This design comes from an exercise in tuning for small area on the open sky130 flow, not from production work. At most, simulation tests tie the RTL to the original design; equivalence was not proved. Power is estimated from default activity; no workload was simulated.

==> inputs of run M <==
// drover
module drover (
    input  logic        clk,
    input  logic        rst,             
    input  logic [6:0]  cfg_last,
    input  logic [6:0]  cfg_wrap_top,
    input  logic [6:0]  cfg_wrap_bottom,
    input  logic [5:0]  cfg_drive_count,   
    input  logic [3:0]  cfg_fix_count,     
    input  logic [2:0]  cfg_cue_count,     
    input  logic [5:0]  cfg_sense_count,   
    input  logic [3:0]  cfg_cue_pat1,
    input  logic [3:0]  cfg_cue_pat2,
    input  logic [3:0]  cfg_cue_pat3,
    input  logic [3:0]  cfg_dwell_n,
    input  logic        cfg_in_dir,
    input  logic        cfg_out_dir,
    input  logic [5:0]  cfg_in_frame,      
    input  logic [5:0]  cfg_out_frame,     
    input  logic        cfg_autopush,
    input  logic        cfg_autopull,
    input  logic [3:0]  cfg_frame,
    input  logic [15:0] cfg_edge_arm,      
    input  logic        cfg_bad_safe,
    input  logic [17:0] cfg_xpre,
    input  logic [17:0] cfg_ypre,
    input  logic [17:0] cfg_tper,
    input  logic [1:0]  ctrl,
    input  logic        wr_en,
    input  logic [2:0]  wr_word,
    input  logic [17:0] wr_data,
    input  logic [2:0]  rd_word,
    input  logic        rd_sched,
    output logic [17:0] rd_data,
    output logic [6:0]  imem_addr,
    input  logic [17:0] imem_data,
    input  logic [31:0] sense,
    input  logic        test_pin,
    output logic [31:0] drive_lvl,
    output logic [31:0] drive_oe,
    output logic [7:0]  fix_lvl,
    output logic [7:0]  fix_oe,
    output logic [3:0]  cue_lvl,
    output logic [3:0]  cue_oe,
    output logic        safe,
    output logic [1:0]  state,
    output logic [3:0]  cause,
    output logic [7:0]  flags,
    output logic [17:0] rx_overrun
);
export LEC_CHECK = 0
export ABC_AREA = 1
export CAP_MARGIN = 20
export CORE_MARGIN = 2
export CORE_UTILIZATION = 35
export CTS_BUF_LIST = sky130_fd_sc_hd__clkbuf_4
export PLACE_DENSITY = 0.55
export SLEW_MARGIN = 20
create_clock -name core_clock -period 12.0 [get_ports {clk}]
standard.sh (not shown) runs the stock make flow with config.mk's settings and CLKGATE_MAP_FILE= SYNTH_SCRIPT=/design/flow/synth_recipe.tcl, a recipe that flattens the netlist after the stock synthesis.
==> flow/flow/run.sh <==
#!/bin/bash
# The standard layout (standard.sh), with two changes:
#  - synthesis maps the logic with an area-oriented ABC script
#    (flow/abc_area.script) in place of ORFS's; the registers are the
#    standard synthesis's, and flow/regnames.py gives the few that the
#    standard synthesis names by number (those that drive ports) the same
#    names, pairing them by the net they drive;
#  - the port buffers are the smallest buffer, buf_1.
# Each tool's output goes to a log of its own in this folder.
set -euo pipefail
R="$PWD/orfs/results/$FLOW_PLATFORM/drover/base"

# 1. the standard synthesis, kept for its register names
bash standard.sh synth > synth_standard.log 2>&1
cp "$R/1_2_yosys.v" standard_1_2_yosys.v

# 2. the same synthesis with the area-oriented ABC script
rm -rf synth_scripts
cp -r "$FLOW_HOME/scripts" synth_scripts
cp flow/abc_area.script synth_scripts/abc_area.script
rm -f "$R/1_2_yosys.v" "$R/1_2_yosys.sdc" "$R/1_synth.odb" "$R/1_synth.sdc"
bash standard.sh SCRIPTS_DIR="$PWD/synth_scripts" synth > synth_area.log 2>&1
cp "$R/1_2_yosys.v" area_1_2_yosys.v

# 3. the standard synthesis's register names; if the registers cannot be
#    paired, lay out the standard synthesis instead
if python3 flow/regnames.py standard_1_2_yosys.v area_1_2_yosys.v named_1_2_yosys.v > regnames.log 2>&1; then
  cp named_1_2_yosys.v "$R/1_2_yosys.v"
else
  cp standard_1_2_yosys.v "$R/1_2_yosys.v"
fi
touch "$R/1_2_yosys.v"

# 4. the rest of the standard layout
bash standard.sh BUFFER_PORTS_ARGS="-buffer_cell sky130_fd_sc_hd__buf_1" > layout.log 2>&1
==> flow/flow/abc_area.script <==
strash
&get -n
&fraig -x
&put
scorr
dc2
strash
&get -n
&deepsyn -T 60
&put
dch -f
amap
topo
stime -c
Other scripts of this flow, unchanged in this note and not shown: flow/flow/regnames.py
==> run G: changes against run M <==
--- a/flow/design.v
+++ b/flow/design.v
@@ -254,45 +254,49 @@
     end
     assign neg_any[36] = neg_blk[6];
     for (genvar i = 0; i < 36; i++) begin : g_neg
         assign neg_src[i] = src[i] ^ neg_any[i];
     end
     logic [17:0] add_a, add_b, sum;
     logic [18:0] add_c;
-    logic        add_co, sum_zero;
+    logic        add_co;
     always_comb begin
         add_a = areg;
         if (is_step) begin
             add_b = {{9{args[8]}}, args[8:0]};
         end else begin
             case (brc)
                 4'd1, 4'd3: add_b = 18'd0;
                 4'd2, 4'd4: add_b = {18{1'b1}};
                 default:    add_b = ~y_r;
             endcase
         end
     end
     logic [17:0] add_p, add_g;
-    logic [2:0]  blk_p;
+    logic [2:0]  blk_p, blk_g;
     assign add_p = add_a ^ add_b;
     assign add_g = add_a & add_b;
     assign add_c[0] = !is_step && (brc == 4'd5 || brc == 4'd15);
     for (genvar b = 0; b < 3; b++) begin : g_addb
-        logic [6:0] c;
-        assign c[0] = add_c[6*b];
+        logic [6:0] c, gg;
+        assign c[0]  = add_c[6*b];
+        assign gg[0] = 1'b0;
         for (genvar j = 0; j < 6; j++) begin : g_bit
             assign sum[6*b+j] = add_p[6*b+j] ^ c[j];
             assign c[j+1]     = add_g[6*b+j] | (add_p[6*b+j] & c[j]);
+            assign gg[j+1]    = add_g[6*b+j] | (add_p[6*b+j] & gg[j]);
             if (j > 0) assign add_c[6*b+j] = c[j];
         end
-        assign blk_p[b]      = &add_p[6*b +: 6];
-        assign add_c[6*b+6]  = blk_p[b] ? add_c[6*b] : c[6];
+        assign blk_p[b]     = &add_p[6*b +: 6];
+        assign blk_g[b]     = gg[6];
+        assign add_c[6*b+6] = blk_g[b] | (blk_p[b] & add_c[6*b]);
     end
     assign add_co   = add_c[18];
-    assign sum_zero = (sum == 18'd0);
+    logic areg_hi0;
+    assign areg_hi0 = (areg[17:1] == 17'd0);
     logic [6:0] fill_sum;
     logic [5:0] fill_after, left_after;
     logic       fill_ge, left_zero;
     always_comb begin
         fill_sum = {1'b0, fill_r} + {1'b0, n};
         if (exec && is_shin)
             fill_after = (fill_sum >= 7'd36) ? 6'd36 : fill_sum[5:0];
@@ -323,16 +327,17 @@
         assign tb[i+1]  = tb[i] & ~t_r[i];
         assign t_dec[i] = t_r[i] ^ tb[i];
     end
     assign t_zero = tb[18];
     always_comb begin
         case (brc)
             4'd0:  cond = 1'b1;
-            4'd1, 4'd3, 4'd5: cond = sum_zero;
-            4'd2, 4'd4: cond = !sum_zero;
+            4'd1, 4'd3: cond = areg_hi0 && !areg[0];
+            4'd2, 4'd4: cond = !(areg_hi0 && areg[0]);
+            4'd5:  cond = &blk_p;
             4'd6:  cond = test_pin;
             4'd7:  cond = !test_pin;
             4'd8:  cond = fill_ge;
             4'd9:  cond = left_zero;
             4'd10: cond = eflag_e[0];
             4'd11: cond = eflag_e[1];
             4'd12: cond = t_zero;
==> flow/flow/abc_area.script (replaced) <==
strash
&get -n
&fraig -x
&put
scorr
dc2
strash
&get -n
&deepsyn -T 60
&put
dch -f
amap -F 20 -A 20
topo
stime -c
Settings changed: CORE_UTILIZATION 35 to 50, GPL_ROUTABILITY_DRIVEN set to 0, PLACE_DENSITY 0.55 to 0.7, SETUP_SLACK_MARGIN set to 0.4.
==> run R: changes against run M <==
--- a/flow/design.v
+++ b/flow/design.v
@@ -239,26 +239,18 @@
     assign r2  = k[1] ? {r1[33:0],  r1[35:34]}  : r1;
     assign r4  = k[2] ? {r2[31:0],  r2[35:32]}  : r2;
     assign r8  = k[3] ? {r4[27:0],  r4[35:28]}  : r4;
     assign r16 = k[4] ? {r8[19:0],  r8[35:20]}  : r8;
     assign rot = k[5] ? {r16[3:0],  r16[35:4]}  : r16;
     logic [35:0] neg_src;
     logic [36:0] neg_any;
-    logic [6:0] neg_blk;
-    assign neg_blk[0] = 1'b0;
-    for (genvar b = 0; b < 6; b++) begin : g_negb
-        assign neg_blk[b+1] = neg_blk[b] | (|src[6*b +: 6]);
-        assign neg_any[6*b] = neg_blk[b];
-        for (genvar j = 1; j < 6; j++) begin : g_bit
-            assign neg_any[6*b+j] = neg_any[6*b+j-1] | src[6*b+j-1];
-        end
-    end
-    assign neg_any[36] = neg_blk[6];
+    assign neg_any[0] = 1'b0;
     for (genvar i = 0; i < 36; i++) begin : g_neg
-        assign neg_src[i] = src[i] ^ neg_any[i];
+        assign neg_any[i+1] = neg_any[i] | src[i];
+        assign neg_src[i]   = src[i] ^ neg_any[i];
     end
     logic [17:0] add_a, add_b, sum;
     logic [18:0] add_c;
     logic        add_co, sum_zero;
     always_comb begin
         add_a = areg;
         if (is_step) begin
@@ -267,29 +259,18 @@
             case (brc)
                 4'd1, 4'd3: add_b = 18'd0;
                 4'd2, 4'd4: add_b = {18{1'b1}};
                 default:    add_b = ~y_r;
             endcase
         end
     end
-    logic [17:0] add_p, add_g;
-    logic [2:0]  blk_p;
-    assign add_p = add_a ^ add_b;
-    assign add_g = add_a & add_b;
     assign add_c[0] = !is_step && (brc == 4'd5 || brc == 4'd15);
-    for (genvar b = 0; b < 3; b++) begin : g_addb
-        logic [6:0] c;
-        assign c[0] = add_c[6*b];
-        for (genvar j = 0; j < 6; j++) begin : g_bit
-            assign sum[6*b+j] = add_p[6*b+j] ^ c[j];
-            assign c[j+1]     = add_g[6*b+j] | (add_p[6*b+j] & c[j]);
-            if (j > 0) assign add_c[6*b+j] = c[j];
-        end
-        assign blk_p[b]      = &add_p[6*b +: 6];
-        assign add_c[6*b+6]  = blk_p[b] ? add_c[6*b] : c[6];
+    for (genvar i = 0; i < 18; i++) begin : g_add
+        assign sum[i]     = add_a[i] ^ add_b[i] ^ add_c[i];
+        assign add_c[i+1] = (add_a[i] & add_b[i]) | (add_c[i] & (add_a[i] ^ add_b[i]));
     end
     assign add_co   = add_c[18];
     assign sum_zero = (sum == 18'd0);
     logic [6:0] fill_sum;
     logic [5:0] fill_after, left_after;
     logic       fill_ge, left_zero;
     always_comb begin
@@ -353,33 +334,35 @@
         hold_ok     = (hold_v == args[7]);
         shout_fault = is_shout && dst == 3'd6 && (shout_v[6:0] > cfg_last);
         ok          = exec && !shout_fault;
         done        = ok && !(is_hold && !hold_ok);
         jump        = (is_br && cond) || (is_shout && dst == 3'd6);
         jump_pc     = is_br ? args[6:0] : shout_v[6:0];
     end
-    logic [17:0] wbr;
     logic [35:0] wb, shout_v, shout_rest, use_src, use_rot;
     logic        use_inv, use_neg, use_imm, use_sum;
     assign use_inv = is_copy && args[7:6] == 2'd1;
     assign use_neg = is_copy && args[7:6] == 2'd3;
     assign use_imm = is_put;
     assign use_sum = is_step || is_br;
     for (genvar i = 0; i < 36; i++) begin : g_wb
         assign use_src[i] = (is_shin && !cfg_in_dir && m[i]) || (is_shout && cfg_out_dir && m[i]) ||
                             (is_copy && args[7:6] == 2'd0);
         assign use_rot[i] = (is_shin && !(!cfg_in_dir && m[i])) || (is_shout && !cfg_out_dir && m[i]) ||
                             (is_copy && args[7:6] == 2'd2);
         assign shout_v[i]    = m[i] && (cfg_out_dir ? src[i] : rot[i]);
         assign shout_rest[i] = rot[i] && !(!cfg_out_dir && m[i]);
-        assign wb[i] = (src[i] ? use_src[i] : use_inv) | (rot[i] & use_rot[i]) | (neg_src[i] & use_neg);
         if (i < 8)
-            assign wbr[i] = wb[i] | (args[i] & use_imm) | (sum[i] & use_sum);
+            assign wb[i] = (src[i] ? use_src[i] : use_inv) | (rot[i] & use_rot[i]) | (neg_src[i] & use_neg) |
+                           (args[i] & use_imm) | (sum[i] & use_sum);
         else if (i < 18)
-            assign wbr[i] = wb[i] | (sum[i] & use_sum);
+            assign wb[i] = (src[i] ? use_src[i] : use_inv) | (rot[i] & use_rot[i]) | (neg_src[i] & use_neg) |
+                           (sum[i] & use_sum);
+        else
+            assign wb[i] = (src[i] ? use_src[i] : use_inv) | (rot[i] & use_rot[i]) | (neg_src[i] & use_neg);
     end
     logic x_we, y_we, t_we, cnt_we, sin_we, sout_sh, sout_cp, dl_we, doe_we;
     always_comb begin
         x_we   = exec && ((is_step && args[10:9] == 2'd0) || (is_br && brc == 4'd2) ||
                         ((is_shout || is_copy || is_put) && dst == 3'd1));
         y_we   = exec && ((is_step && args[10:9] == 2'd1) || (is_br && brc == 4'd4) ||
                         ((is_shout || is_copy || is_put) && dst == 3'd2));
@@ -445,15 +428,15 @@
         if (run_now && dwell_r != 4'd0)
             dwell_d = dwell_r - 4'd1;
         else if (done && dwell_bit)
             dwell_d = cfg_dwell_n;
         else
             dwell_d = dwell_r;
         if (t_we)
-            t_d = wbr;
+            t_d = wb[17:0];
         else if (t_zero)
             t_d = tpm1_w;
         else
             t_d = t_dec;
         eflag_clr = 8'd0;
         emode_d   = emode_r;
         if (exec && is_br && cond && brc == 4'd10) eflag_clr[0] = 1'b1;
@@ -471,16 +454,16 @@
         if (exec && is_flag && args[10:9] != 2'd3)
             flags_d[args[2:0]] = (args[10:9] == 2'd0) ? 1'b1 :
                                  (args[10:9] == 2'd1) ? 1'b0 : ~flags_q[args[2:0]];
         if (exec && is_hold && hold_ok && args[7] && dst == 3'd4)
             flags_d[args[2:0]] = 1'b0;
     end
     always_ff @(posedge clk) begin
-        x_q    <= (x_we && !rst) ? wbr : x_r;
-        y_q    <= (y_we && !rst) ? wbr : y_r;
+        x_q    <= (x_we && !rst) ? wb[17:0] : x_r;
+        y_q    <= (y_we && !rst) ? wb[17:0] : y_r;
         xpre_q <= xpre_w;
         ypre_q <= ypre_w;
     end
     always_ff @(posedge clk) begin
         if (rst) begin
             st_q <= S_RUN;         cause_q <= 4'd0;        pc_q <= 7'd0;
             cnt_q <= 18'd0;
@@ -498,15 +481,15 @@
             fix_lvl_q <= 8'd0;     fix_oe_q <= 8'd0;
             cue_q <= cfg_cue_pat1; flags_q <= 8'd0;
         end else begin
             st_q    <= st_d;
             cause_q <= cause_d;
             pc_q    <= pc_d;
             t_q     <= t_d;
-            cnt_q   <= cnt_we ? wbr : cnt_q;
+            cnt_q   <= cnt_we ? wb[17:0] : cnt_q;
             tpm1_q  <= tpm1_w;
             sin_q      <= latch_clr ? 36'd0 : sin_after;
             sin_fill_q <= latch_clr ? 6'd0 : fill_after;
             sout_q     <= take_en ? (cfg_out_dir ? {cfg_frame, txd1_w[15:0], txd0_w[15:0]}
                                                  : {txd1_w[15:0], txd0_w[15:0], cfg_frame})
                         : sout_sh ? shout_rest
                         : sout_cp ? wb
==> flow/flow/abc_area.script (replaced) <==
strash
&get -n
&fraig -x
&put
scorr
dc2
strash
&get -n
&dc2
&dch -f
&nf -R 1000
&st
&dch -f
&nf -R 1000
&put
topo
stime -c
Settings changed: CAP_MARGIN 20 to 10, CTS_BUF_LIST sky130_fd_sc_hd__clkbuf_4 to sky130_fd_sc_hd__clkbuf_8, GPL_TIMING_DRIVEN set to 0, SLEW_MARGIN 20 to 10.
==> notes <==
Run M finished with setup timing left. Run R ran to the end with violations: setup timing. Run G ran to the end with no violations.
In run R the via count is higher than in run M, by 2.9%.
Between run M and run R, the lower first-iteration DRC count is in run M (gap 2.4%, measured against run R).
The highest routed wire length belongs to run R, the lowest to run G.
Sequential share of layout area, highest first: run G, run M, run R.
The lowest core utilization belongs to run M, the highest to run G.
Count of clock-buffer cells in the layout: run M is higher than run G (7).
In run M the sequential power is smaller than in run R, by about 3%.
No functional check of the RTL was part of run M.

[port drivers added, routing unchanged]
Ports are ideal in the flow. The routed layouts listed here were re-timed in OpenROAD.
Step 1, drivers: a clkbuf_16 drives clk and a buf_2 each remaining input, both assumed.
Step 2 moves the port delays by t, midway between the first and last clock arrival at a register: inputs arrive t later, outputs are due t later. That takes back most of the time a late clock gives input paths.
Three values: ideal ports, drivers, drivers and shift; two values: the first two.
| run | t (ns) | setup slack, ns | latest minus earliest clock arrival (ns) | cell pins on the clock port's net |
|---|---|---|---|---|
| run M | 1.066 | -0.037 / 0.009 / -1.057 | 0.107 / 0.108 | 1 |
| run G | 1.012 | 0.805 / 0.847 / -0.166 | 0.085 / 0.085 | 1 |
| run R | 0.835 | -0.045 / -0.017 / -0.852 | 0.060 / 0.060 | 1 |
With both steps, setup timing fails in run G, where it was met with ideal ports. For run M, which loses most, drivers alone change the setup slack by +0.046 ns; drivers and shift together by -1.020 ns.
